What follows belongs to an exercise in optimizing a design on an open flow for small area, a short achievable clock period and few clock cycles per item; a production flow would make more cautious choices. No functional check of the RTL was part of any run shown here. Power is estimated from default activity; no workload was simulated.

==> flow/design.v (outline; a module is shown in full before it is edited, if it fits) <==
// module flow_hash: 1487 lines
module flow_hash (
    input  wire         clk,
    input  wire         rst,         
    input  wire         in_valid,
    output wire         in_ready,
    input  wire [1:0]   in_op,       
    input  wire [3:0]   in_len,      
    input  wire         in_frag,     
    input  wire [31:0]  in_seed,
    input  wire [511:0] in_words,    
    output wire         out_valid,
    input  wire         out_ready,
    output wire [31:0]  out_hash
);
  // ...
==> flow/flow/run.sh <==
#!/bin/bash
# Own layout flow: the standard layout (standard.sh: ORFS synthesis to
# final layout, unchanged), except that the port buffers that global
# placement inserts on every input and output are the platform's smallest
# plain buffer (buf_1) instead of the clkdlybuf4s50_1 delay cell that
# buffer_ports picks by default.  Repair may still resize them.
set -euo pipefail
export BUFFER_PORTS_ARGS="-buffer_cell sky130_fd_sc_hd__buf_1"
bash standard.sh finish > standard_flow.log 2>&1
==> flow/standard.sh <==
#!/bin/bash
# synth_recipe.tcl (not shown) runs the flow's synth.tcl, then flattens the netlist and writes it again
# the make line also repeats each setting of config.mk as NAME=value (left out here)
make -C /OpenROAD-flow-scripts/flow DESIGN_CONFIG=/design/flow/config.mk WORK_HOME=/design/flow/orfs CLKGATE_MAP_FILE= SYNTH_SCRIPT=/design/flow/synth_recipe.tcl "${@:-finish}"
==> flow/config.mk <==
export PLATFORM = sky130hd
export DESIGN_NAME = flow_hash
export DESIGN_NICKNAME = flow_hash
export VERILOG_FILES = /design/flow/design.v
export SDC_FILE = /design/flow/constraint.sdc
export NUM_CORES = 4
export LEC_CHECK = 0
export CAP_MARGIN = 0
export CORE_MARGIN = 2
export CORE_UTILIZATION = 40
export SETUP_SLACK_MARGIN = 3.5
export SLEW_MARGIN = 0
export TNS_END_PERCENT = 100
==> flow/constraint.sdc <==
create_clock -name core_clock -period 8.0 [get_ports {clk}]
set_input_delay 1.6000 -clock core_clock [delete_from_list [all_inputs] [get_ports {clk}]]
set_output_delay 1.6000 -clock core_clock [all_outputs]
set_load 0.01 [all_outputs]
==> out/metrics.cfg, run 1 <==
[finish]
largestClassByArea=multi-input gates
nNetsFinal=4254

[placed_design]
pre_cts_ws_ns=1.71
dp_hpwl_mm=91.4
place_area_sq_um=25900
place_congestion=1.07

[global_route]
antenna_found_initial=13
grt_pass1_vias=22300

[clocking]
cts.sinks=107
cts.root.buffer_cell=clkbuf_16

[worst_setup_path]
rrSetupSlack_ns=3.46
reg2reg_to=y2[31]
cpMaxStageDelayCell=ha_1
critical-path-top-delay-family=simple AND/OR/NAND/NOR gates
crit_required_ns=8.12

[logic_synthesis]
seq_area_frac_synth=0.138
synth_top_area_share=0.136
synth_area_sq_um=23000
synth_seq_cells=107
yosysWarnings=1

[pwr]
maxPowerGroup=combinational cells

[min_path]
hold_depth=2

[floorplan]
start_util=0.406
num_rows=87

[sta]
finalHoldViolCount=0
worst_slew_pin_slew_ns=1.09

[run_status]
status=timing/DRC/antenna clean

==> run 2: changes to the inputs <==
--- a/flow/design.v
+++ b/flow/design.v
@@ -419,23 +419,17 @@
     wire [15:0] x4  = xs;
     wire [31:0] x4w = {x4, x4};
     wire [31:0] cor4 = {d01[4:0], d01[31:5]} ^ {d01[9:0], d01[31:10]} ^ {x4w[14:0], x4w[31:15]};
     wire [31:0] fb20 = {fb[11:0], fb[31:12]};
     wire [31:0] pq   = fa ^ fb20;
     wire [15:0] x6   = xs;
     wire [31:0] x6w  = {x6, x6};
     wire [31:0] cor6 = pq ^ {pq[19:0], pq[31:20]} ^ {x6w[12:0], x6w[31:13]};
-    wire [31:0] fab  = fa ^ fb;
-    wire [31:0] fcd  = fc ^ fd;
-    wire [31:0] gk   = fab ^ fcd;
-    wire [31:0] gs4  = (fab ^ cor4) ^ fcd;
-    wire [31:0] sw6  = {fb[11:0], fb[31:12]} ^ {fa[19:0], fa[31:20]};
-    wire [31:0] gs6  = (sw6 ^ {x6w[12:0], x6w[31:13]}) ^ fcd;
-    wire [31:0] g = swap4 ? gs4 : (swap6 ? gs6 : gk);
+    wire [31:0] g = fold ^ ((swap4 ? cor4 : 32'd0) | (swap6 ? cor6 : 32'd0));
     reg         v1, v2, ov;
     reg  [31:0] g1;
     reg  [3:0]  n1;
     reg  [3:0]  rl1, rh1;
     wire [31:0] gs = g1;
     reg  [31:0] y2;
     reg  [31:0] res;
     wire stall = ov & ~out_ready;
@@ -443,124 +437,84 @@
     assign out_valid = ov;
     assign out_hash  = res ^ {15'd0, res[31:15]};
     wire [31:0] t0 = ({gs[26:0], gs[31:27]} & {32{rl1[0]}}) | ({gs[21:0], gs[31:22]} & {32{rl1[1]}})
                    | ({gs[16:0], gs[31:17]} & {32{rl1[2]}}) | ({gs[11:0], gs[31:12]} & {32{rl1[3]}});
     wire [31:0] hr = (t0 & {32{rh1[0]}}) | ({t0[11:0], t0[31:12]} & {32{rh1[1]}})
                    | ({t0[23:0], t0[31:24]} & {32{rh1[2]}}) | ({t0[3:0], t0[31:4]} & {32{rh1[3]}});
     wire ma_1;
     wire ma_2;
-    assign ma_1 = ~hr[5] ^ ~hr[0];
-    assign ma_2 = ~hr[5] & ~hr[0];
+    assign ma_1 = hr[15] ^ ~hr[0];
+    assign ma_2 = hr[15] & ~hr[0];
     wire ma_3;
     wire ma_4;
-    assign ma_3 = ~hr[6] ^ ~hr[1];
-    assign ma_4 = ~hr[6] & ~hr[1];
+    assign ma_3 = hr[16] ^ ~hr[1];
+    assign ma_4 = hr[16] & ~hr[1];
     wire ma_5;
     wire ma_6;
-    assign ma_5 = ~hr[7] ^ ~hr[2] ^ hr[0];
-    assign ma_6 = (~hr[7] & ~hr[2]) | (~hr[7] & hr[0]) | (~hr[2] & hr[0]);
+    assign ma_5 = hr[17] ^ ~hr[2];
+    assign ma_6 = hr[17] & ~hr[2];
     wire ma_7;
     wire ma_8;
-    assign ma_7 = ~hr[8] ^ ~hr[3] ^ hr[1];
-    assign ma_8 = (~hr[8] & ~hr[3]) | (~hr[8] & hr[1]) | (~hr[3] & hr[1]);
+    assign ma_7 = hr[18] ^ ~hr[3];
+    assign ma_8 = hr[18] & ~hr[3];
     wire ma_9;
     wire ma_10;
-    assign ma_9 = ~hr[9] ^ ~hr[4] ^ hr[2];
-    assign ma_10 = (~hr[9] & ~hr[4]) | (~hr[9] & hr[2]) | (~hr[4] & hr[2]);
+    assign ma_9 = hr[19] ^ ~hr[4];
+    assign ma_10 = hr[19] & ~hr[4];
     wire ma_11;
     wire ma_12;
-    assign ma_11 = ~hr[10] ^ ~hr[5] ^ hr[3];
-    assign ma_12 = (~hr[10] & ~hr[5]) | (~hr[10] & hr[3]) | (~hr[5] & hr[3]);
+    assign ma_11 = hr[20] ^ ~hr[5] ^ hr[0];
+    assign ma_12 = (hr[20] & ~hr[5]) | (hr[20] & hr[0]) | (~hr[5] & hr[0]);
     wire ma_13;
     wire ma_14;
-    assign ma_13 = ~hr[11] ^ ~hr[6] ^ hr[4];
-    assign ma_14 = (~hr[11] & ~hr[6]) | (~hr[11] & hr[4]) | (~hr[6] & hr[4]);
+    assign ma_13 = hr[21] ^ ~hr[6] ^ hr[1];
+    assign ma_14 = (hr[21] & ~hr[6]) | (hr[21] & hr[1]) | (~hr[6] & hr[1]);
     wire ma_15;
     wire ma_16;
-    assign ma_15 = ~hr[12] ^ ~hr[7] ^ hr[5];
-    assign ma_16 = (~hr[12] & ~hr[7]) | (~hr[12] & hr[5]) | (~hr[7] & hr[5]);
+    assign ma_15 = hr[22] ^ ~hr[7] ^ hr[2];
+    assign ma_16 = (hr[22] & ~hr[7]) | (hr[22] & hr[2]) | (~hr[7] & hr[2]);
     wire ma_17;
     wire ma_18;
-    assign ma_17 = ~hr[13] ^ ~hr[8] ^ hr[6];
-    assign ma_18 = (~hr[13] & ~hr[8]) | (~hr[13] & hr[6]) | (~hr[8] & hr[6]);
+    assign ma_17 = hr[23] ^ ~hr[8] ^ hr[3];
+    assign ma_18 = (hr[23] & ~hr[8]) | (hr[23] & hr[3]) | (~hr[8] & hr[3]);
     wire ma_19;
     wire ma_20;
-    assign ma_19 = ~hr[14] ^ ~hr[9] ^ hr[7];
-    assign ma_20 = (~hr[14] & ~hr[9]) | (~hr[14] & hr[7]) | (~hr[9] & hr[7]);
+    assign ma_19 = hr[24] ^ ~hr[9] ^ hr[4];
+    assign ma_20 = (hr[24] & ~hr[9]) | (hr[24] & hr[4]) | (~hr[9] & hr[4]);
     wire ma_21;
     wire ma_22;
-    assign ma_21 = ~hr[15] ^ ~hr[10] ^ hr[8];
-    assign ma_22 = (~hr[15] & ~hr[10]) | (~hr[15] & hr[8]) | (~hr[10] & hr[8]);
+    assign ma_21 = hr[25] ^ ~hr[10] ^ hr[5];
+    assign ma_22 = (hr[25] & ~hr[10]) | (hr[25] & hr[5]) | (~hr[10] & hr[5]);
     wire ma_23;
     wire ma_24;
-    assign ma_23 = ~hr[16] ^ ~hr[11] ^ hr[9];
-    assign ma_24 = (~hr[16] & ~hr[11]) | (~hr[16] & hr[9]) | (~hr[11] & hr[9]);
+    assign ma_23 = hr[26] ^ ~hr[11] ^ hr[6];
+    assign ma_24 = (hr[26] & ~hr[11]) | (hr[26] & hr[6]) | (~hr[11] & hr[6]);
     wire ma_25;
     wire ma_26;
-    assign ma_25 = ~hr[17] ^ ~hr[12] ^ hr[10];
-    assign ma_26 = (~hr[17] & ~hr[12]) | (~hr[17] & hr[10]) | (~hr[12] & hr[10]);
+    assign ma_25 = hr[27] ^ ~hr[12] ^ hr[7];
+    assign ma_26 = (hr[27] & ~hr[12]) | (hr[27] & hr[7]) | (~hr[12] & hr[7]);
     wire ma_27;
     wire ma_28;
-    assign ma_27 = ~hr[18] ^ ~hr[13] ^ hr[11];
-    assign ma_28 = (~hr[18] & ~hr[13]) | (~hr[18] & hr[11]) | (~hr[13] & hr[11]);
+    assign ma_27 = hr[28] ^ ~hr[13] ^ hr[8];
+    assign ma_28 = (hr[28] & ~hr[13]) | (hr[28] & hr[8]) | (~hr[13] & hr[8]);
     wire ma_29;
     wire ma_30;
-    assign ma_29 = ~hr[19] ^ ~hr[14] ^ hr[12];
-    assign ma_30 = (~hr[19] & ~hr[14]) | (~hr[19] & hr[12]) | (~hr[14] & hr[12]);
+    assign ma_29 = hr[29] ^ ~hr[14] ^ hr[9];
+    assign ma_30 = (hr[29] & ~hr[14]) | (hr[29] & hr[9]) | (~hr[14] & hr[9]);
     wire ma_31;
     wire ma_32;
-    assign ma_31 = ~hr[20] ^ ~hr[15] ^ hr[13];
-    assign ma_32 = (~hr[20] & ~hr[15]) | (~hr[20] & hr[13]) | (~hr[15] & hr[13]);
+    assign ma_31 = hr[30] ^ ~hr[15] ^ hr[10];
+    assign ma_32 = (hr[30] & ~hr[15]) | (hr[30] & hr[10]) | (~hr[15] & hr[10]);
     wire ma_33;
     wire ma_34;
-    assign ma_33 = ~hr[21] ^ ~hr[16] ^ hr[14];
-    assign ma_34 = (~hr[21] & ~hr[16]) | (~hr[21] & hr[14]) | (~hr[16] & hr[14]);
-    wire ma_35;
-    wire ma_36;
-    assign ma_35 = ~hr[22] ^ ~hr[17] ^ hr[15];
-    assign ma_36 = (~hr[22] & ~hr[17]) | (~hr[22] & hr[15]) | (~hr[17] & hr[15]);
-    wire ma_37;
-    wire ma_38;
-    assign ma_37 = ~hr[23] ^ ~hr[18] ^ hr[16];
-    assign ma_38 = (~hr[23] & ~hr[18]) | (~hr[23] & hr[16]) | (~hr[18] & hr[16]);
-    wire ma_39;
-    wire ma_40;
-    assign ma_39 = ~hr[24] ^ ~hr[19] ^ hr[17];
-    assign ma_40 = (~hr[24] & ~hr[19]) | (~hr[24] & hr[17]) | (~hr[19] & hr[17]);
-    wire ma_41;
-    wire ma_42;
-    assign ma_41 = ~hr[25] ^ ~hr[20] ^ hr[18];
-    assign ma_42 = (~hr[25] & ~hr[20]) | (~hr[25] & hr[18]) | (~hr[20] & hr[18]);
-    wire ma_43;
-    wire ma_44;
-    assign ma_43 = ~hr[26] ^ ~hr[21] ^ hr[19];
-    assign ma_44 = (~hr[26] & ~hr[21]) | (~hr[26] & hr[19]) | (~hr[21] & hr[19]);
-    wire ma_45;
-    wire ma_46;
-    assign ma_45 = ~hr[27] ^ ~hr[22] ^ hr[20];
-    assign ma_46 = (~hr[27] & ~hr[22]) | (~hr[27] & hr[20]) | (~hr[22] & hr[20]);
-    wire ma_47;
-    wire ma_48;
-    assign ma_47 = ~hr[28] ^ ~hr[23] ^ hr[21];
-    assign ma_48 = (~hr[28] & ~hr[23]) | (~hr[28] & hr[21]) | (~hr[23] & hr[21]);
-    wire ma_49;
-    wire ma_50;
-    assign ma_49 = ~hr[29] ^ ~hr[24] ^ hr[22];
-    assign ma_50 = (~hr[29] & ~hr[24]) | (~hr[29] & hr[22]) | (~hr[24] & hr[22]);
-    wire ma_51;
-    wire ma_52;
-    assign ma_51 = ~hr[30] ^ ~hr[25] ^ hr[23];
-    assign ma_52 = (~hr[30] & ~hr[25]) | (~hr[30] & hr[23]) | (~hr[25] & hr[23]);
-    wire ma_53;
-    wire ma_54;
-    assign ma_53 = ~hr[31] ^ ~hr[26] ^ hr[24];
-    assign ma_54 = (~hr[31] & ~hr[26]) | (~hr[31] & hr[24]) | (~hr[26] & hr[24]);
-    wire [31:0] ma_r0 = {ma_52, ma_50, ma_48, ma_46, ma_44, ma_42, ma_40, ma_38, ma_36, ma_34, ma_32, ma_30, ma_28, ma_26, ma_24, ma_22, ma_20, ma_18, ma_16, ma_14, ma_12, ma_10, ma_8, ma_6, ma_4, ma_2, 1'b1, ~hr[4], ~hr[3], ~hr[2], ~hr[1], ~hr[0]};
-    wire [31:0] ma_r1 = {ma_53, ma_51, ma_49, ma_47, ma_45, ma_43, ma_41, ma_39, ma_37, ma_35, ma_33, ma_31, ma_29, ma_27, ma_25, ma_23, ma_21, ma_19, ma_17, ma_15, ma_13, ma_11, ma_9, ma_7, ma_5, ma_3, ma_1, 1'b0, 1'b0, 1'b0, 1'b0, 1'b1};
+    assign ma_33 = hr[31] ^ ~hr[16] ^ hr[11];
+    assign ma_34 = (hr[31] & ~hr[16]) | (hr[31] & hr[11]) | (~hr[16] & hr[11]);
+    wire [31:0] ma_r0 = {ma_32, ma_30, ma_28, ma_26, ma_24, ma_22, ma_20, ma_18, ma_16, ma_14, ma_12, ma_10, ma_8, ma_6, ma_4, ma_2, 1'b1, hr[14], hr[13], hr[12], hr[11], hr[10], hr[9], hr[8], hr[7], hr[6], hr[5], hr[4], hr[3], hr[2], hr[1], hr[0]};
+    wire [31:0] ma_r1 = {ma_33, ma_31, ma_29, ma_27, ma_25, ma_23, ma_21, ma_19, ma_17, ma_15, ma_13, ma_11, ma_9, ma_7, ma_5, ma_3, ma_1, 1'b0, 1'b0, 1'b0, 1'b0, 1'b0, 1'b0, 1'b0, 1'b0, 1'b0, 1'b0, 1'b0, 1'b0, 1'b0, 1'b0, 1'b0};
     wire [31:0] ma_add_p = ma_r0 ^ ma_r1;
     wire [31:0] ma_add_g0 = ma_r0 & ma_r1;
     wire [31:0] ma_add_t0 = ma_add_p;
     wire [31:0] ma_add_g1, ma_add_t1;
     assign ma_add_g1[0] = ma_add_g0[0];
     assign ma_add_t1[0] = ma_add_t0[0];
     assign ma_add_g1[1] = ma_add_g0[1] | (ma_add_t0[1] & ma_add_g0[0]);
     assign ma_add_t1[1] = ma_add_t0[1] & ma_add_t0[0];
@@ -882,264 +836,316 @@
     assign ma_add_t5[29] = ma_add_t4[29] & ma_add_t4[15];
     assign ma_add_g5[30] = ma_add_g4[30] | (ma_add_t4[30] & ma_add_g4[15]);
     assign ma_add_t5[30] = ma_add_t4[30] & ma_add_t4[15];
     assign ma_add_g5[31] = ma_add_g4[31] | (ma_add_t4[31] & ma_add_g4[15]);
     assign ma_add_t5[31] = ma_add_t4[31] & ma_add_t4[15];
     wire [31:0] ya = ma_add_p ^ {ma_add_g5[30:0], 1'b0};
     wire mb_1;
     wire mb_2;
-    assign mb_1 = ~y2[19] ^ ~y2[15];
-    assign mb_2 = ~y2[19] & ~y2[15];
+    assign mb_1 = y2[11] ^ ~y2[7] ^ ~y2[5];
+    assign mb_2 = (y2[11] & ~y2[7]) | (y2[11] & ~y2[5]) | (~y2[7] & ~y2[5]);
     wire mb_3;
     wire mb_4;
-    assign mb_3 = ~y2[20] ^ ~y2[16];
-    assign mb_4 = ~y2[20] & ~y2[16];
+    assign mb_3 = y2[12] ^ ~y2[8] ^ ~y2[6];
+    assign mb_4 = (y2[12] & ~y2[8]) | (y2[12] & ~y2[6]) | (~y2[8] & ~y2[6]);
     wire mb_5;
     wire mb_6;
-    assign mb_5 = ~y2[21] ^ ~y2[17];
-    assign mb_6 = ~y2[21] & ~y2[17];
+    assign mb_5 = y2[13] ^ ~y2[9] ^ ~y2[7];
+    assign mb_6 = (y2[13] & ~y2[9]) | (y2[13] & ~y2[7]) | (~y2[9] & ~y2[7]);
     wire mb_7;
     wire mb_8;
-    assign mb_7 = ~y2[22] ^ ~y2[18];
-    assign mb_8 = ~y2[22] & ~y2[18];
+    assign mb_7 = y2[14] ^ ~y2[10] ^ ~y2[8];
+    assign mb_8 = (y2[14] & ~y2[10]) | (y2[14] & ~y2[8]) | (~y2[10] & ~y2[8]);
     wire mb_9;
     wire mb_10;
-    assign mb_9 = ~y2[23] ^ ~y2[19];
-    assign mb_10 = ~y2[23] & ~y2[19];
+    assign mb_9 = y2[15] ^ ~y2[11] ^ ~y2[9];
+    assign mb_10 = (y2[15] & ~y2[11]) | (y2[15] & ~y2[9]) | (~y2[11] & ~y2[9]);
     wire mb_11;
     wire mb_12;
-    assign mb_11 = ~y2[24] ^ ~y2[20] ^ y2[9];
-    assign mb_12 = (~y2[24] & ~y2[20]) | (~y2[24] & y2[9]) | (~y2[20] & y2[9]);
+    assign mb_11 = y2[16] ^ ~y2[12] ^ ~y2[10];
+    assign mb_12 = (y2[16] & ~y2[12]) | (y2[16] & ~y2[10]) | (~y2[12] & ~y2[10]);
     wire mb_13;
     wire mb_14;
-    assign mb_13 = ~y2[5] ^ ~y2[0];
-    assign mb_14 = ~y2[5] & ~y2[0];
+    assign mb_13 = y2[17] ^ ~y2[13] ^ ~y2[11];
+    assign mb_14 = (y2[17] & ~y2[13]) | (y2[17] & ~y2[11]) | (~y2[13] & ~y2[11]);
     wire mb_15;
     wire mb_16;
-    assign mb_15 = ~y2[25] ^ ~y2[21] ^ y2[10];
-    assign mb_16 = (~y2[25] & ~y2[21]) | (~y2[25] & y2[10]) | (~y2[21] & y2[10]);
+    assign mb_15 = y2[18] ^ ~y2[14] ^ ~y2[12];
+    assign mb_16 = (y2[18] & ~y2[14]) | (y2[18] & ~y2[12]) | (~y2[14] & ~y2[12]);
     wire mb_17;
     wire mb_18;
-    assign mb_17 = ~y2[6] ^ ~y2[1];
-    assign mb_18 = ~y2[6] & ~y2[1];
+    assign mb_17 = y2[19] ^ ~y2[15] ^ ~y2[13];
+    assign mb_18 = (y2[19] & ~y2[15]) | (y2[19] & ~y2[13]) | (~y2[15] & ~y2[13]);
     wire mb_19;
     wire mb_20;
-    assign mb_19 = ~y2[26] ^ ~y2[22] ^ y2[11];
-    assign mb_20 = (~y2[26] & ~y2[22]) | (~y2[26] & y2[11]) | (~y2[22] & y2[11]);
+    assign mb_19 = y2[20] ^ ~y2[16] ^ ~y2[14];
+    assign mb_20 = (y2[20] & ~y2[16]) | (y2[20] & ~y2[14]) | (~y2[16] & ~y2[14]);
     wire mb_21;
     wire mb_22;
-    assign mb_21 = ~y2[7] ^ ~y2[2];
-    assign mb_22 = ~y2[7] & ~y2[2];
+    assign mb_21 = y2[21] ^ ~y2[17] ^ ~y2[15];
+    assign mb_22 = (y2[21] & ~y2[17]) | (y2[21] & ~y2[15]) | (~y2[17] & ~y2[15]);
     wire mb_23;
     wire mb_24;
-    assign mb_23 = ~y2[27] ^ ~y2[23] ^ y2[12];
-    assign mb_24 = (~y2[27] & ~y2[23]) | (~y2[27] & y2[12]) | (~y2[23] & y2[12]);
+    assign mb_23 = y2[22] ^ ~y2[18] ^ ~y2[16];
+    assign mb_24 = (y2[22] & ~y2[18]) | (y2[22] & ~y2[16]) | (~y2[18] & ~y2[16]);
     wire mb_25;
     wire mb_26;
-    assign mb_25 = ~y2[8] ^ ~y2[3];
-    assign mb_26 = ~y2[8] & ~y2[3];
+    assign mb_25 = y2[23] ^ ~y2[19] ^ ~y2[17];
+    assign mb_26 = (y2[23] & ~y2[19]) | (y2[23] & ~y2[17]) | (~y2[19] & ~y2[17]);
     wire mb_27;
     wire mb_28;
-    assign mb_27 = ~y2[28] ^ ~y2[24] ^ y2[13];
-    assign mb_28 = (~y2[28] & ~y2[24]) | (~y2[28] & y2[13]) | (~y2[24] & y2[13]);
+    assign mb_27 = y2[24] ^ ~y2[20] ^ ~y2[18];
+    assign mb_28 = (y2[24] & ~y2[20]) | (y2[24] & ~y2[18]) | (~y2[20] & ~y2[18]);
     wire mb_29;
     wire mb_30;
-    assign mb_29 = ~y2[9] ^ ~y2[4];
-    assign mb_30 = ~y2[9] & ~y2[4];
+    assign mb_29 = y2[25] ^ ~y2[21] ^ ~y2[19];
+    assign mb_30 = (y2[25] & ~y2[21]) | (y2[25] & ~y2[19]) | (~y2[21] & ~y2[19]);
     wire mb_31;
     wire mb_32;
-    assign mb_31 = ~y2[29] ^ ~y2[25] ^ y2[14];
-    assign mb_32 = (~y2[29] & ~y2[25]) | (~y2[29] & y2[14]) | (~y2[25] & y2[14]);
+    assign mb_31 = y2[26] ^ ~y2[22] ^ ~y2[20];
+    assign mb_32 = (y2[26] & ~y2[22]) | (y2[26] & ~y2[20]) | (~y2[22] & ~y2[20]);
     wire mb_33;
     wire mb_34;
-    assign mb_33 = ~y2[10] ^ ~y2[5];
-    assign mb_34 = ~y2[10] & ~y2[5];
+    assign mb_33 = y2[27] ^ ~y2[23] ^ ~y2[21];
+    assign mb_34 = (y2[27] & ~y2[23]) | (y2[27] & ~y2[21]) | (~y2[23] & ~y2[21]);
     wire mb_35;
     wire mb_36;
-    assign mb_35 = ~y2[30] ^ ~y2[26] ^ y2[15];
-    assign mb_36 = (~y2[30] & ~y2[26]) | (~y2[30] & y2[15]) | (~y2[26] & y2[15]);
+    assign mb_35 = y2[28] ^ ~y2[24] ^ ~y2[22];
+    assign mb_36 = (y2[28] & ~y2[24]) | (y2[28] & ~y2[22]) | (~y2[24] & ~y2[22]);
     wire mb_37;
     wire mb_38;
-    assign mb_37 = ~y2[11] ^ ~y2[6];
-    assign mb_38 = ~y2[11] & ~y2[6];
+    assign mb_37 = y2[29] ^ ~y2[25] ^ ~y2[23];
+    assign mb_38 = (y2[29] & ~y2[25]) | (y2[29] & ~y2[23]) | (~y2[25] & ~y2[23]);
     wire mb_39;
     wire mb_40;
-    assign mb_39 = ~y2[31] ^ ~y2[27] ^ y2[16];
-    assign mb_40 = (~y2[31] & ~y2[27]) | (~y2[31] & y2[16]) | (~y2[27] & y2[16]);
+    assign mb_39 = y2[30] ^ ~y2[26] ^ ~y2[24];
+    assign mb_40 = (y2[30] & ~y2[26]) | (y2[30] & ~y2[24]) | (~y2[26] & ~y2[24]);
     wire mb_41;
     wire mb_42;
-    assign mb_41 = ~y2[12] ^ ~y2[7];
-    assign mb_42 = ~y2[12] & ~y2[7];
+    assign mb_41 = y2[31] ^ ~y2[27] ^ ~y2[25];
+    assign mb_42 = (y2[31] & ~y2[27]) | (y2[31] & ~y2[25]) | (~y2[27] & ~y2[25]);
     wire mb_43;
     wire mb_44;
-    assign mb_43 = y2[4] ^ ~y2[0];
-    assign mb_44 = y2[4] & ~y2[0];
+    assign mb_43 = y2[6] ^ ~y2[2];
+    assign mb_44 = y2[6] & ~y2[2];
     wire mb_45;
     wire mb_46;
-    assign mb_45 = y2[5] ^ ~y2[1] ^ mb_2;
-    assign mb_46 = (y2[5] & ~y2[1]) | (y2[5] & mb_2) | (~y2[1] & mb_2);
+    assign mb_45 = y2[7] ^ ~y2[3];
+    assign mb_46 = y2[7] & ~y2[3];
     wire mb_47;
     wire mb_48;
-    assign mb_47 = y2[6] ^ ~y2[2] ^ mb_4;
-    assign mb_48 = (y2[6] & ~y2[2]) | (y2[6] & mb_4) | (~y2[2] & mb_4);
+    assign mb_47 = y2[8] ^ ~y2[4];
+    assign mb_48 = y2[8] & ~y2[4];
     wire mb_49;
     wire mb_50;
-    assign mb_49 = y2[7] ^ ~y2[3] ^ mb_6;
-    assign mb_50 = (y2[7] & ~y2[3]) | (y2[7] & mb_6) | (~y2[3] & mb_6);
+    assign mb_49 = y2[9] ^ ~y2[5] ^ ~y2[3];
+    assign mb_50 = (y2[9] & ~y2[5]) | (y2[9] & ~y2[3]) | (~y2[5] & ~y2[3]);
     wire mb_51;
     wire mb_52;
-    assign mb_51 = y2[8] ^ ~y2[4] ^ mb_8;
-    assign mb_52 = (y2[8] & ~y2[4]) | (y2[8] & mb_8) | (~y2[4] & mb_8);
+    assign mb_51 = y2[10] ^ ~y2[6] ^ ~y2[4];
+    assign mb_52 = (y2[10] & ~y2[6]) | (y2[10] & ~y2[4]) | (~y2[6] & ~y2[4]);
     wire mb_53;
     wire mb_54;
-    assign mb_53 = 1'b1 ^ mb_10 ^ mb_11;
-    assign mb_54 = (1'b1 & mb_10) | (1'b1 & mb_11) | (mb_10 & mb_11);
+    assign mb_53 = y2[2] ^ ~y2[0] ^ 1'b1;
+    assign mb_54 = (y2[2] & ~y2[0]) | (y2[2] & 1'b1) | (~y2[0] & 1'b1);
     wire mb_55;
     wire mb_56;
-    assign mb_55 = mb_12 ^ mb_14 ^ mb_15;
-    assign mb_56 = (mb_12 & mb_14) | (mb_12 & mb_15) | (mb_14 & mb_15);
+    assign mb_55 = y2[3] ^ ~y2[1] ^ mb_2;
+    assign mb_56 = (y2[3] & ~y2[1]) | (y2[3] & mb_2) | (~y2[1] & mb_2);
     wire mb_57;
     wire mb_58;
-    assign mb_57 = mb_16 ^ mb_18 ^ mb_19;
-    assign mb_58 = (mb_16 & mb_18) | (mb_16 & mb_19) | (mb_18 & mb_19);
+    assign mb_57 = y2[4] ^ ~y2[2] ^ mb_4;
+    assign mb_58 = (y2[4] & ~y2[2]) | (y2[4] & mb_4) | (~y2[2] & mb_4);
     wire mb_59;
     wire mb_60;
-    assign mb_59 = mb_20 ^ mb_22 ^ mb_23;
-    assign mb_60 = (mb_20 & mb_22) | (mb_20 & mb_23) | (mb_22 & mb_23);
+    assign mb_59 = y2[5] ^ ~y2[3] ^ mb_6;
+    assign mb_60 = (y2[5] & ~y2[3]) | (y2[5] & mb_6) | (~y2[3] & mb_6);
     wire mb_61;
     wire mb_62;
-    assign mb_61 = mb_24 ^ mb_26 ^ mb_27;
-    assign mb_62 = (mb_24 & mb_26) | (mb_24 & mb_27) | (mb_26 & mb_27);
+    assign mb_61 = y2[6] ^ ~y2[4] ^ mb_8;
+    assign mb_62 = (y2[6] & ~y2[4]) | (y2[6] & mb_8) | (~y2[4] & mb_8);
     wire mb_63;
     wire mb_64;
-    assign mb_63 = mb_28 ^ mb_30 ^ mb_31;
-    assign mb_64 = (mb_28 & mb_30) | (mb_28 & mb_31) | (mb_30 & mb_31);
+    assign mb_63 = y2[7] ^ ~y2[5] ^ mb_10;
+    assign mb_64 = (y2[7] & ~y2[5]) | (y2[7] & mb_10) | (~y2[5] & mb_10);
     wire mb_65;
     wire mb_66;
-    assign mb_65 = mb_32 ^ mb_34 ^ mb_35;
-    assign mb_66 = (mb_32 & mb_34) | (mb_32 & mb_35) | (mb_34 & mb_35);
+    assign mb_65 = y2[8] ^ ~y2[6] ^ mb_12;
+    assign mb_66 = (y2[8] & ~y2[6]) | (y2[8] & mb_12) | (~y2[6] & mb_12);
     wire mb_67;
     wire mb_68;
-    assign mb_67 = mb_36 ^ mb_38 ^ mb_39;
-    assign mb_68 = (mb_36 & mb_38) | (mb_36 & mb_39) | (mb_38 & mb_39);
+    assign mb_67 = y2[9] ^ ~y2[7] ^ mb_14;
+    assign mb_68 = (y2[9] & ~y2[7]) | (y2[9] & mb_14) | (~y2[7] & mb_14);
     wire mb_69;
     wire mb_70;
-    assign mb_69 = ~y2[4] ^ ~y2[0];
-    assign mb_70 = ~y2[4] & ~y2[0];
+    assign mb_69 = y2[10] ^ ~y2[8] ^ mb_16;
+    assign mb_70 = (y2[10] & ~y2[8]) | (y2[10] & mb_16) | (~y2[8] & mb_16);
     wire mb_71;
     wire mb_72;
-    assign mb_71 = ~y2[5] ^ ~y2[1];
-    assign mb_72 = ~y2[5] & ~y2[1];
+    assign mb_71 = y2[11] ^ ~y2[9] ^ mb_18;
+    assign mb_72 = (y2[11] & ~y2[9]) | (y2[11] & mb_18) | (~y2[9] & mb_18);
     wire mb_73;
     wire mb_74;
-    assign mb_73 = ~y2[6] ^ ~y2[2];
-    assign mb_74 = ~y2[6] & ~y2[2];
+    assign mb_73 = y2[12] ^ ~y2[10] ^ mb_20;
+    assign mb_74 = (y2[12] & ~y2[10]) | (y2[12] & mb_20) | (~y2[10] & mb_20);
     wire mb_75;
     wire mb_76;
-    assign mb_75 = ~y2[7] ^ ~y2[3];
-    assign mb_76 = ~y2[7] & ~y2[3];
+    assign mb_75 = y2[13] ^ ~y2[11] ^ mb_22;
+    assign mb_76 = (y2[13] & ~y2[11]) | (y2[13] & mb_22) | (~y2[11] & mb_22);
     wire mb_77;
     wire mb_78;
-    assign mb_77 = ~y2[8] ^ ~y2[4];
-    assign mb_78 = ~y2[8] & ~y2[4];
+    assign mb_77 = y2[14] ^ ~y2[12] ^ mb_24;
+    assign mb_78 = (y2[14] & ~y2[12]) | (y2[14] & mb_24) | (~y2[12] & mb_24);
     wire mb_79;
     wire mb_80;
-    assign mb_79 = ~y2[9] ^ ~y2[5];
-    assign mb_80 = ~y2[9] & ~y2[5];
+    assign mb_79 = y2[15] ^ ~y2[13] ^ mb_26;
+    assign mb_80 = (y2[15] & ~y2[13]) | (y2[15] & mb_26) | (~y2[13] & mb_26);
     wire mb_81;
     wire mb_82;
-    assign mb_81 = ~y2[10] ^ ~y2[6];
-    assign mb_82 = ~y2[10] & ~y2[6];
+    assign mb_81 = y2[16] ^ ~y2[14] ^ mb_28;
+    assign mb_82 = (y2[16] & ~y2[14]) | (y2[16] & mb_28) | (~y2[14] & mb_28);
     wire mb_83;
     wire mb_84;
-    assign mb_83 = ~y2[11] ^ ~y2[7];
-    assign mb_84 = ~y2[11] & ~y2[7];
+    assign mb_83 = y2[17] ^ ~y2[15] ^ mb_30;
+    assign mb_84 = (y2[17] & ~y2[15]) | (y2[17] & mb_30) | (~y2[15] & mb_30);
     wire mb_85;
     wire mb_86;
-    assign mb_85 = ~y2[12] ^ ~y2[8];
-    assign mb_86 = ~y2[12] & ~y2[8];
+    assign mb_85 = y2[18] ^ ~y2[16] ^ mb_32;
+    assign mb_86 = (y2[18] & ~y2[16]) | (y2[18] & mb_32) | (~y2[16] & mb_32);
     wire mb_87;
     wire mb_88;
-    assign mb_87 = ~y2[13] ^ ~y2[9];
-    assign mb_88 = ~y2[13] & ~y2[9];
+    assign mb_87 = y2[19] ^ ~y2[17] ^ mb_34;
+    assign mb_88 = (y2[19] & ~y2[17]) | (y2[19] & mb_34) | (~y2[17] & mb_34);
     wire mb_89;
     wire mb_90;
-    assign mb_89 = ~y2[14] ^ ~y2[10];
-    assign mb_90 = ~y2[14] & ~y2[10];
+    assign mb_89 = y2[20] ^ ~y2[18] ^ mb_36;
+    assign mb_90 = (y2[20] & ~y2[18]) | (y2[20] & mb_36) | (~y2[18] & mb_36);
     wire mb_91;
     wire mb_92;
-    assign mb_91 = ~y2[15] ^ ~y2[11] ^ y2[0];
-    assign mb_92 = (~y2[15] & ~y2[11]) | (~y2[15] & y2[0]) | (~y2[11] & y2[0]);
+    assign mb_91 = y2[21] ^ ~y2[19] ^ mb_38;
+    assign mb_92 = (y2[21] & ~y2[19]) | (y2[21] & mb_38) | (~y2[19] & mb_38);
     wire mb_93;
     wire mb_94;
-    assign mb_93 = ~y2[16] ^ ~y2[12] ^ y2[1];
-    assign mb_94 = (~y2[16] & ~y2[12]) | (~y2[16] & y2[1]) | (~y2[12] & y2[1]);
+    assign mb_93 = y2[22] ^ ~y2[20] ^ mb_40;
+    assign mb_94 = (y2[22] & ~y2[20]) | (y2[22] & mb_40) | (~y2[20] & mb_40);
     wire mb_95;
     wire mb_96;
-    assign mb_95 = ~y2[17] ^ ~y2[13] ^ y2[2];
-    assign mb_96 = (~y2[17] & ~y2[13]) | (~y2[17] & y2[2]) | (~y2[13] & y2[2]);
+    assign mb_95 = y2[4] ^ ~y2[0];
+    assign mb_96 = y2[4] & ~y2[0];
     wire mb_97;
     wire mb_98;
-    assign mb_97 = ~y2[18] ^ ~y2[14] ^ y2[3];
-    assign mb_98 = (~y2[18] & ~y2[14]) | (~y2[18] & y2[3]) | (~y2[14] & y2[3]);
+    assign mb_97 = y2[5] ^ ~y2[1];
+    assign mb_98 = y2[5] & ~y2[1];
     wire mb_99;
     wire mb_100;
-    assign mb_99 = 1'b1 ^ mb_1 ^ mb_43;
-    assign mb_100 = (1'b1 & mb_1) | (1'b1 & mb_43) | (mb_1 & mb_43);
+    assign mb_99 = ~y2[0] ^ 1'b1 ^ mb_43;
+    assign mb_100 = (~y2[0] & 1'b1) | (~y2[0] & mb_43) | (1'b1 & mb_43);
     wire mb_101;
     wire mb_102;
-    assign mb_101 = mb_3 ^ mb_44 ^ mb_45;
-    assign mb_102 = (mb_3 & mb_44) | (mb_3 & mb_45) | (mb_44 & mb_45);
+    assign mb_101 = ~y2[1] ^ mb_44 ^ mb_45;
+    assign mb_102 = (~y2[1] & mb_44) | (~y2[1] & mb_45) | (mb_44 & mb_45);
     wire mb_103;
     wire mb_104;
-    assign mb_103 = mb_5 ^ mb_46 ^ mb_47;
-    assign mb_104 = (mb_5 & mb_46) | (mb_5 & mb_47) | (mb_46 & mb_47);
+    assign mb_103 = ~y2[2] ^ mb_46 ^ mb_47;
+    assign mb_104 = (~y2[2] & mb_46) | (~y2[2] & mb_47) | (mb_46 & mb_47);
     wire mb_105;
     wire mb_106;
-    assign mb_105 = mb_7 ^ mb_48 ^ mb_49;
-    assign mb_106 = (mb_7 & mb_48) | (mb_7 & mb_49) | (mb_48 & mb_49);
+    assign mb_105 = y2[0] ^ mb_48 ^ mb_49;
+    assign mb_106 = (y2[0] & mb_48) | (y2[0] & mb_49) | (mb_48 & mb_49);
     wire mb_107;
     wire mb_108;
-    assign mb_107 = mb_9 ^ mb_50 ^ mb_51;
-    assign mb_108 = (mb_9 & mb_50) | (mb_9 & mb_51) | (mb_50 & mb_51);
+    assign mb_107 = y2[1] ^ mb_50 ^ mb_51;
+    assign mb_108 = (y2[1] & mb_50) | (y2[1] & mb_51) | (mb_50 & mb_51);
     wire mb_109;
     wire mb_110;
-    assign mb_109 = mb_13 ^ mb_52 ^ mb_53;
-    assign mb_110 = (mb_13 & mb_52) | (mb_13 & mb_53) | (mb_52 & mb_53);
+    assign mb_109 = mb_1 ^ mb_52 ^ mb_53;
+    assign mb_110 = (mb_1 & mb_52) | (mb_1 & mb_53) | (mb_52 & mb_53);
     wire mb_111;
     wire mb_112;
-    assign mb_111 = mb_17 ^ mb_54 ^ mb_55;
-    assign mb_112 = (mb_17 & mb_54) | (mb_17 & mb_55) | (mb_54 & mb_55);
+    assign mb_111 = mb_3 ^ mb_54 ^ mb_55;
+    assign mb_112 = (mb_3 & mb_54) | (mb_3 & mb_55) | (mb_54 & mb_55);
     wire mb_113;
     wire mb_114;
-    assign mb_113 = mb_21 ^ mb_56 ^ mb_57;
-    assign mb_114 = (mb_21 & mb_56) | (mb_21 & mb_57) | (mb_56 & mb_57);
+    assign mb_113 = mb_5 ^ mb_56 ^ mb_57;
+    assign mb_114 = (mb_5 & mb_56) | (mb_5 & mb_57) | (mb_56 & mb_57);
     wire mb_115;
     wire mb_116;
-    assign mb_115 = mb_25 ^ mb_58 ^ mb_59;
-    assign mb_116 = (mb_25 & mb_58) | (mb_25 & mb_59) | (mb_58 & mb_59);
+    assign mb_115 = mb_7 ^ mb_58 ^ mb_59;
+    assign mb_116 = (mb_7 & mb_58) | (mb_7 & mb_59) | (mb_58 & mb_59);
     wire mb_117;
     wire mb_118;
-    assign mb_117 = mb_29 ^ mb_60 ^ mb_61;
-    assign mb_118 = (mb_29 & mb_60) | (mb_29 & mb_61) | (mb_60 & mb_61);
+    assign mb_117 = mb_9 ^ mb_60 ^ mb_61;
+    assign mb_118 = (mb_9 & mb_60) | (mb_9 & mb_61) | (mb_60 & mb_61);
     wire mb_119;
     wire mb_120;
-    assign mb_119 = mb_33 ^ mb_62 ^ mb_63;
-    assign mb_120 = (mb_33 & mb_62) | (mb_33 & mb_63) | (mb_62 & mb_63);
+    assign mb_119 = mb_11 ^ mb_62 ^ mb_63;
+    assign mb_120 = (mb_11 & mb_62) | (mb_11 & mb_63) | (mb_62 & mb_63);
     wire mb_121;
     wire mb_122;
-    assign mb_121 = mb_37 ^ mb_64 ^ mb_65;
-    assign mb_122 = (mb_37 & mb_64) | (mb_37 & mb_65) | (mb_64 & mb_65);
+    assign mb_121 = mb_13 ^ mb_64 ^ mb_65;
+    assign mb_122 = (mb_13 & mb_64) | (mb_13 & mb_65) | (mb_64 & mb_65);
     wire mb_123;
     wire mb_124;
-    assign mb_123 = mb_41 ^ mb_66 ^ mb_67;
-    assign mb_124 = (mb_41 & mb_66) | (mb_41 & mb_67) | (mb_66 & mb_67);
-    wire [31:0] mb_r0 = {mb_122, mb_120, mb_118, mb_116, mb_114, mb_112, mb_110, mb_108, mb_106, mb_104, mb_102, mb_100, mb_98, mb_96, mb_94, mb_92, mb_90, mb_88, mb_86, mb_84, mb_82, mb_80, mb_78, mb_76, mb_74, mb_72, mb_70, 1'b1, ~y2[3], ~y2[2], ~y2[1], ~y2[0]};
-    wire [31:0] mb_r1 = {mb_123, mb_121, mb_119, mb_117, mb_115, mb_113, mb_111, mb_109, mb_107, mb_105, mb_103, mb_101, mb_99, mb_97, mb_95, mb_93, mb_91, mb_89, mb_87, mb_85, mb_83, mb_81, mb_79, mb_77, mb_75, mb_73, mb_71, mb_69, 1'b0, 1'b0, 1'b0, 1'b1};
+    assign mb_123 = mb_15 ^ mb_66 ^ mb_67;
+    assign mb_124 = (mb_15 & mb_66) | (mb_15 & mb_67) | (mb_66 & mb_67);
+    wire mb_125;
+    wire mb_126;
+    assign mb_125 = mb_17 ^ mb_68 ^ mb_69;
+    assign mb_126 = (mb_17 & mb_68) | (mb_17 & mb_69) | (mb_68 & mb_69);
+    wire mb_127;
+    wire mb_128;
+    assign mb_127 = mb_19 ^ mb_70 ^ mb_71;
+    assign mb_128 = (mb_19 & mb_70) | (mb_19 & mb_71) | (mb_70 & mb_71);
+    wire mb_129;
+    wire mb_130;
+    assign mb_129 = mb_21 ^ mb_72 ^ mb_73;
+    assign mb_130 = (mb_21 & mb_72) | (mb_21 & mb_73) | (mb_72 & mb_73);
+    wire mb_131;
+    wire mb_132;
+    assign mb_131 = mb_23 ^ mb_74 ^ mb_75;
+    assign mb_132 = (mb_23 & mb_74) | (mb_23 & mb_75) | (mb_74 & mb_75);
+    wire mb_133;
+    wire mb_134;
+    assign mb_133 = mb_25 ^ mb_76 ^ mb_77;
+    assign mb_134 = (mb_25 & mb_76) | (mb_25 & mb_77) | (mb_76 & mb_77);
+    wire mb_135;
+    wire mb_136;
+    assign mb_135 = mb_27 ^ mb_78 ^ mb_79;
+    assign mb_136 = (mb_27 & mb_78) | (mb_27 & mb_79) | (mb_78 & mb_79);
+    wire mb_137;
+    wire mb_138;
+    assign mb_137 = mb_29 ^ mb_80 ^ mb_81;
+    assign mb_138 = (mb_29 & mb_80) | (mb_29 & mb_81) | (mb_80 & mb_81);
+    wire mb_139;
+    wire mb_140;
+    assign mb_139 = mb_31 ^ mb_82 ^ mb_83;
+    assign mb_140 = (mb_31 & mb_82) | (mb_31 & mb_83) | (mb_82 & mb_83);
+    wire mb_141;
+    wire mb_142;
+    assign mb_141 = mb_33 ^ mb_84 ^ mb_85;
+    assign mb_142 = (mb_33 & mb_84) | (mb_33 & mb_85) | (mb_84 & mb_85);
+    wire mb_143;
+    wire mb_144;
+    assign mb_143 = mb_35 ^ mb_86 ^ mb_87;
+    assign mb_144 = (mb_35 & mb_86) | (mb_35 & mb_87) | (mb_86 & mb_87);
+    wire mb_145;
+    wire mb_146;
+    assign mb_145 = mb_37 ^ mb_88 ^ mb_89;
+    assign mb_146 = (mb_37 & mb_88) | (mb_37 & mb_89) | (mb_88 & mb_89);
+    wire mb_147;
+    wire mb_148;
+    assign mb_147 = mb_39 ^ mb_90 ^ mb_91;
+    assign mb_148 = (mb_39 & mb_90) | (mb_39 & mb_91) | (mb_90 & mb_91);
+    wire mb_149;
+    wire mb_150;
+    assign mb_149 = mb_41 ^ mb_92 ^ mb_93;
+    assign mb_150 = (mb_41 & mb_92) | (mb_41 & mb_93) | (mb_92 & mb_93);
+    wire [31:0] mb_r0 = {mb_148, mb_146, mb_144, mb_142, mb_140, mb_138, mb_136, mb_134, mb_132, mb_130, mb_128, mb_126, mb_124, mb_122, mb_120, mb_118, mb_116, mb_114, mb_112, mb_110, mb_108, mb_106, mb_104, mb_102, mb_100, mb_98, mb_96, 1'b1, y2[3], y2[2], y2[1], y2[0]};
+    wire [31:0] mb_r1 = {mb_149, mb_147, mb_145, mb_143, mb_141, mb_139, mb_137, mb_135, mb_133, mb_131, mb_129, mb_127, mb_125, mb_123, mb_121, mb_119, mb_117, mb_115, mb_113, mb_111, mb_109, mb_107, mb_105, mb_103, mb_101, mb_99, mb_97, mb_95, 1'b0, 1'b0, 1'b0, 1'b0};
     wire [31:0] mb_add_p = mb_r0 ^ mb_r1;
     wire [31:0] mb_add_g0 = mb_r0 & mb_r1;
     wire [31:0] mb_add_t0 = mb_add_p;
     wire [31:0] mb_add_g1, mb_add_t1;
     assign mb_add_g1[0] = mb_add_g0[0];
     assign mb_add_t1[0] = mb_add_t0[0];
     assign mb_add_g1[1] = mb_add_g0[1] | (mb_add_t0[1] & mb_add_g0[0]);
     assign mb_add_t1[1] = mb_add_t0[1] & mb_add_t0[0];
==> flow/config.mk (replaced) <==
export PLATFORM = sky130hd
export DESIGN_NAME = flow_hash
export DESIGN_NICKNAME = flow_hash
export VERILOG_FILES = /design/flow/design.v
export SDC_FILE = /design/flow/constraint.sdc
export NUM_CORES = 4
export LEC_CHECK = 0
export CAP_MARGIN = 0
export CORE_MARGIN = 2
export CORE_UTILIZATION = 40
export SETUP_SLACK_MARGIN = 3.8
export SLEW_MARGIN = 0
export TNS_END_PERCENT = 10
==> out/metrics.cfg, run 2 <==
[drt]
viasPerCell=5.89  ; was 5.84
ant_nets=0  ; unchanged
wl_per_cell_um=26.7  ; was 26.2 um
dr.pass1.iters=6  ; unchanged
dr.first_iter.drc_count=2911  ; was 2,578
num_vias=24900  ; was 24.4k
drc=0  ; unchanged
wl_mm=113  ; was 110 mm

[placed_design]
place_congestion=1.05  ; was 1.07
portBuffers=588  ; unchanged
dp.cells=4113  ; was 4,057
pre_cts_ws_ns=1.68  ; was 1.71 ns
dp_hpwl_mm=94.6  ; was 91.4 mm

[logic_synthesis]
yosysMostFrequentCell=nand2_1  ; was xnor2_1
yosys-top-cells-count=nand2_1, xnor2_1, o21ai_0  ; was xnor2_1, a21oi_1, inv_1
synthDistinctLibCells=71  ; was 76
syn_nets=3695  ; was 3,658
synth_area_leaders=edfxtp_1, ha_1, xnor2_1  ; was xnor2_1, edfxtp_1, ha_1
synth_seq_cells=107  ; unchanged
syn-instance-count=2862  ; was 2,814
asyncSetResetFlopFracSynth=0  ; unchanged
yosysWarnings=1  ; unchanged
synth_area_sq_um=23100  ; was 23,000 sq um
synth_top_area_share=0.135  ; was 0.136
syn_area_per_cell_sq_um=8.08  ; was 8.19 sq um
synth_edf_count=104  ; unchanged
synth_flop_cell=edfxtp_1  ; unchanged
seq_area_frac_synth=0.138  ; about the same
yosysTopAreaCell=edfxtp_1  ; was xnor2_1

[finish]
multi_input_area_sq_um=19300  ; was 19,900 sq um
top_regs=g1: 32 flops, res: 32 flops, y2: 32 flops  ; unchanged
layout-drive-gt1-share=0.0946  ; was 0.123
syn2layout_area_growth_pct=21.1  ; was 24.3%
post-route-util=0.488  ; was 0.505
nNetsFinal=4273  ; was 4,254
seq_area_sq_um=3180  ; unchanged
layout.cells.most_common=buf_1  ; unchanged
fillCellCount=5725  ; was 5,557
final_cell_mix=buf_1, nand2_1, xnor2_1  ; was buf_1, xnor2_1, a21oi_1
final_cell_count_no_fill=4225  ; was 4,182

[clocking]
cts.root.buffer_cell=clkbuf_16  ; unchanged
cts.path.max_buffers=2  ; unchanged
cts.sinks=107  ; unchanged
htree_levels=3  ; unchanged
cts_buffers=9  ; unchanged
path_clk_slew_ns=0.08  ; was 0.09 ns
insertion_delay_ns=0.38  ; about the same
cts_tree=built  ; unchanged

[worst_setup_path]
crit_path_end_kind=flop  ; unchanged
reg2reg_depth=14  ; was 18
startpoint_type=input pin  ; unchanged
critical-path-top-delay-family=simple AND/OR/NAND/NOR gates  ; unchanged
path_depth=13  ; was 14
cp_cell_sequence=buf_1 -> ha_1 -> nand4_1 -> nor4_4 -> nand4b_1 -> nor2_2 -> nand4_1 -> o221ai_4 -> o21ai_4 -> buf_12 -> buf_16 -> mux2i_1 -> nor4_1  ; was buf_1 -> ha_1 -> and4_1 -> nand3_1 -> nor3_2 -> nand4_1 -> o21a_1 -> a311oi_4 -> buf_12 -> o31ai_4 -> buf_6 -> clkbuf_16 -> o221a_4 -> xnor2_1
crit_required_ns=8.16  ; was 8.12 ns
cpMostUsedCell=nand4_1
rrSetupSlack_ns=3.47  ; was 3.46 ns
cpMaxStageDelayCell=nor4_4  ; was ha_1
slowest_delay_ns=0.52  ; was 0.38 ns
path_max_fanout=8  ; unchanged
worst-path-buf-inv=3  ; was 4
path_class=in -> reg  ; unchanged
critPathArrivalTime_ns=4.93  ; was 4.68 ns

[sta]
setup_viol_count_final=0  ; unchanged
setup_slack_ns=3.23  ; was 3.45 ns
finalHoldViolCount=0  ; unchanged
grt_setup_unrepaired=true  ; unchanged
tns_ns=0  ; unchanged
worst_slew_pin_slew_ns=0.957  ; was 1.09 ns
maxSlewHeadroom=0.362  ; was 0.271
fin_skew_ns=0.0233  ; was 0.0161 ns
finalCriticalPeriod_ns=4.77  ; was 4.55 ns
drv_slew=0  ; unchanged
max_freq_ghz=0.210  ; was 0.220 GHz
final.period_utilization=0.596  ; was 0.569

[pwr]
pwr_density_cell_nw_per_um2=419  ; was 420 nW/um^2
vdd_drop_max_mv=0.850  ; was 0.840 mV
power_leakage_nw=11.6  ; about the same

[floorplan]
start_util=0.403  ; was 0.406
num_rows=88  ; was 87
die_y_um=244  ; about the same
die_area_sq_um=59700  ; was 59,500 sq um
io_pins=589  ; unchanged
die_w_um=244  ; about the same
coreArea_sq_um=57400  ; was 56,700 sq um

[run_status]
status=timing/DRC/antenna clean  ; unchanged

[min_path]
min_path_type=reg -> reg  ; unchanged
hold_depth=0  ; was 2

[global_route]
track_usage=0.367  ; was 0.347
grt_pass1_vias=23000  ; was 22.3k
antenna_found_initial=26  ; was 13
grt_overflow=0  ; unchanged
grt_max_degree=69  ; was 85
grt_pass1_wl_mm=158  ; was 151 mm

[run]
maxCapViolations=0  ; unchanged

[run 2: timing repair]
action | 4_1_cts | 5_1_grt
hold buffers | 0 | 0
buffers inserted | 53 | 17
pin swaps | 42 | 20
endpoints found under the setup margin | 52 | 53
gates resized for setup | 122 | 33
gates cloned | 9 | 2
[run 2: worst register-to-register path: stages, from the launching register on]
cell,delay [ns]
edfxtp_1,0.54
inv_1,0.16
fa_1,0.57
inv_1,0.06
fa_1,0.49
inv_1,0.04
ha_1,0.32
o21a_1,0.13
o21ai_0,0.06
a21oi_1,0.58
a31o_2,0.32
a31o_2,0.23
a21oi_1,0.15
nand2b_1,0.18
a221oi_1,0.43
[run 2: per-stage QoR]
stage                     hold WS, ns  area, sq um  power [mW]
after floorplan                 0.426        23300        8.50
after global placement          0.436        26100        10.8
after detailed placement        0.454        26100        10.9
after CTS                       0.474        27600        11.6
after global routing            0.484        28000        12.8
final                           0.469        28000        11.7
[run 2: final cells by class]
| type | instances | area share |
|---|---|---|
| clock inverter | 6 | 0.00295 |
| antenna | 15 | 0.00134 |
| sequential | 107 | 0.114 |
| multi-input combinational | 2405 | 0.690 |
| inverter | 217 | 0.0292 |
| tap | 765 | 0.0342 |
| clock buffer | 10 | 0.00818 |
| timing repair buffer | 700 | 0.120 |
[run 2: routing by layer]
| layer | part of all wire | up-vias | wire (um) | track usage |
|---|---|---|---|---|
| met5 | 0.00053 | - | 60 | 0 |
| met4 | 0.074 | 10 | 8360 | 0.224 |
| met3 | 0.10 | 361 | 11800 | 0.0789 |
| met2 | 0.44 | 1481 | 49500 | 0.574 |
| met1 | 0.38 | 11800 | 43300 | 0.462 |
| li1 | - | 11200 | - | - |
[run 2: final timing paths]
kind	to	from
setup reg to reg	res[20]	y2[5]
hold / removal	res[2]	y2[2]
hold reg to reg	res[2]	y2[2]
setup / recovery	g1[4]	in_words[80]
[run 2: logic make-up (layout without fill, tap and decap cells)]
| family | after synthesis | count (layout) | synth area share |
|---|---|---|---|
| adder cells (fa/ha/maj) | 278 | 278 | 0.177 |
| buffers and inverters | 353 | 933 | 0.0616 |
| AND/OR/NAND/NOR | 852 | 853 | 0.176 |
| multiplexers | 102 | 102 | 0.0592 |
| flip-flops | 107 | 107 | 0.138 |
| other | 0 | 15 | 0 |
| AO/OA/AOI/OAI | 658 | 660 | 0.176 |
| XOR/XNOR | 512 | 512 | 0.213 |
[run 2: where the power goes]
group	total [mW]	leakage, nW	internal [mW]	switching (mW)
sequential	1.79	1.13	1.47	0.323
combinational	9.44	10.3	4.17	5.27
clock	0.488	0.148	0.250	0.237

==> static timing again, ports no longer ideal <==
No port has a modelled driver above. Below, the same layouts with a new extraction and two added sets of constraints.
Step 1: set_driving_cell puts a clkbuf_16 on clk and a buf_2 on each other input, an assumption about the parent block.
Step 2 moves the port delays by t, midway between the first and last clock arrival at a register: inputs arrive t later, outputs are due t later. That takes back most of the time a late clock gives input paths.
a / b / c = no drivers / after step 1 / after step 2; a / b = the first two.
run | t, ns | slack for setup (ns) | hold WS [ns] | worst setup path at the end | slew at the worst register clock pin (ns)
run 1 | 0.406 | 3.446 / 3.217 / 2.811 | 0.484 / 0.484 / 0.484 | input to register | 0.09 / 0.09
run 2 | 0.425 | 3.232 / 3.186 / 2.761 | 0.469 / 0.469 / 0.469 | input to register | 0.09 / 0.09
After both steps every run listed still meets setup and hold. The setup slack of run 1, which loses most, moves by -0.229 ns with the drivers and by -0.635 ns with both steps.
